Background: an optimization exercise with open tools, aiming at small area, a short achievable clock period and few clock cycles per item. Do not read the settings as production practice. Function was checked by simulation only, so behaviour that the tests miss may differ from the original. Power figures rest on the tool's default switching activity, not on a simulated workload.

v13:
Design cmp_coder, start of the top module:
module cmp_coder (
    input  wire        clk,
    input  wire        rst,
    input  wire        start,
    input  wire        cfg_cfa,
    input  wire [1:0]  cfg_depth,
    input  wire [14:0] cfg_height,
    output wire        busy,
    input  wire        in_valid,
    input  wire [15:0] in_data,
    output wire        in_ready,
    output wire        out_valid,
    output wire [31:0] out_data,
    input  wire        out_ready,
    output wire        blk_valid,
    output wire [18:0] blk_len,
    output wire [7:0]  blk_chk,
    output wire        blk_raw,
    output wire        blk_last
);
For scale: about 7700 cells after synthesis, roughly 100 I/O pins, roughly 130000 µm² of cells after synthesis.
export LEC_CHECK = 0
export CAP_MARGIN = 20
export CORE_MARGIN = 2
export CORE_UTILIZATION = 65
export CTS_BUF_LIST = sky130_fd_sc_hd__clkbuf_16
export CTS_CLUSTER_DIAMETER = 80
export CTS_CLUSTER_SIZE = 20
export SLEW_MARGIN = 20
create_clock -name core_clock -period 11.0 [get_ports {clk}]
standard.sh (not shown) runs the stock make flow with config.mk's settings and CLKGATE_MAP_FILE= SYNTH_SCRIPT=/design/flow/synth_recipe.tcl, a recipe that flattens the netlist after the stock synthesis.
==> flow/flow/run.sh <==
#!/bin/bash
set -o pipefail
bash standard.sh SETUP_SLACK_MARGIN=7.45 finish > standard_flow.log 2>&1
Per the final summary, v13 finished and its layout is clean on timing, DRC and antenna.
Testbench counts of v13, summed over its fixed seeds: cycles 80,840, pixels 80,512.
Changes in v37 relative to v13:
--- a/flow/design.v
+++ b/flow/design.v
@@ -96,48 +96,53 @@
     wire        ab_ge = ~d_ab[16];
     wire        ca_lt = d_ca[16];
     wire        cb_lt = d_cb[16];
     wire [15:0] abc   = h_a + h_b - h_c;
     reg  [15:0] med;
     always @(*) begin
         if (!ca_lt && !cb_lt)    med = ab_ge ? h_b : h_a;
         else if (ca_lt && cb_lt) med = ab_ge ? h_a : h_b;
         else                     med = abc;
     end
-    wire [15:0] g_db = d_db[16] ? h_b - h_d : d_db[15:0];
-    wire [15:0] g_bc = cb_lt ? h_b - h_c : d_cb[15:0];
-    wire [15:0] g_ca = ca_lt ? h_a - h_c : d_ca[15:0];
+    wire [15:0] g_db = d_db[15:0] ^ {16{d_db[16]}};
+    wire [15:0] g_bc = d_cb[15:0] ^ {16{cb_lt}};
+    wire [15:0] g_ca = d_ca[15:0] ^ {16{ca_lt}};
     wire [15:0] pred = (y_lt_s && x_lt_s) ? half :
                        y_lt_s ? h_a :
                        x_lt_s ? h_b : med;
     wire last_x    = (x == 6'd63);
     wire last_line = (y == hm1);
     reg [15:0] pred2, raw2, gdb2, gbc2, gca2;
+    reg [2:0]  gs2;
     reg [1:0]  ph2;
     reg        be2, fe2, v2;
     always @(posedge clk) begin
         if (adv) begin
             pred2 <= pred;
             raw2  <= pix;
             gdb2  <= (y_lt_s || d_out) ? 16'd0 : g_db;
             gbc2  <= (y_lt_s || x_lt_s) ? 16'd0 : g_bc;
             gca2  <= (y_lt_s || x_lt_s) ? 16'd0 : g_ca;
+            gs2   <= {d_db[16] & ~(y_lt_s || d_out),
+                      cb_lt & ~(y_lt_s || x_lt_s),
+                      ca_lt & ~(y_lt_s || x_lt_s)};
             ph2   <= cfa ? {y[0], x[0]} : 2'b00;
             be2   <= last_x && ((y[4:0] == 5'd31) || last_line);
             fe2   <= last_x && last_line;
         end
         if (rst)
             v2 <= 1'b0;
         else if (adv)
             v2 <= inv_r;
     end
-    wire [17:0] grad = {2'b00, gdb2} + {2'b00, gbc2} + {2'b00, gca2};
+    wire [17:0] grad = {2'b00, gdb2} + {2'b00, gbc2} + {2'b00, gca2} +
+                       {17'd0, gs2[2]} + {17'd0, gs2[1]} + {17'd0, gs2[0]};
     wire [15:0] diff = (raw2 - pred2) & mask;
     wire        neg  = |(diff & half);
     wire [16:0] m    = neg ? {~diff & mask, 1'b1} : {diff, 1'b0};
     reg [15:0] gr3;            
     reg [16:0] m3;
     reg [1:0]  ph3;
     reg        be3, fe3, v3;
     always @(posedge clk) begin
         if (adv) begin
             gr3  <= grad[17:2];
## What came out
Per the comparison of v37 with v13, power per standard cell area fell 0.51%, design area lost about 0.8%, clock share of power went down by 0.2 points, clock period minus final worst setup slack went up by 0.14 ns. Number of distinct library cell variants in the gate-level netlist after synthesis: v37 higher than v13.
Testbench counts of v37, summed over its fixed seeds: cycles 80,840, pixels 80,512.

-- what the ideal ports hide --
The results above use ideal ports. As a check the final layouts listed here were re-extracted and re-timed, cells and wires unchanged.
Step 1 sets driving cells, clkbuf_16 on the clock port and buf_2 on the other inputs (assumed; they add their load-dependent delay and slew).
Step 2, shift: input delay + t, output delay - t, t = (earliest + latest rising clock arrival at the registers) / 2. This alone moves slack from input paths to output paths.
a / b / c = no drivers / after step 1 / after step 2; a / b = the first two.
run | shift t [ns] | setup slack, ns | worst setup path after step 2 | pins driven straight from the clock port
v13 | 0.966 | 7.379 / 7.331 / 6.631 | input to register | 1
v37 | 0.956 | 7.240 / 7.240 / 6.635 | input to register | 1
After both steps setup and hold are still met in every run listed. The setup slack of v13, which loses most, moves by -0.048 ns with the drivers and by -0.748 ns with both steps.
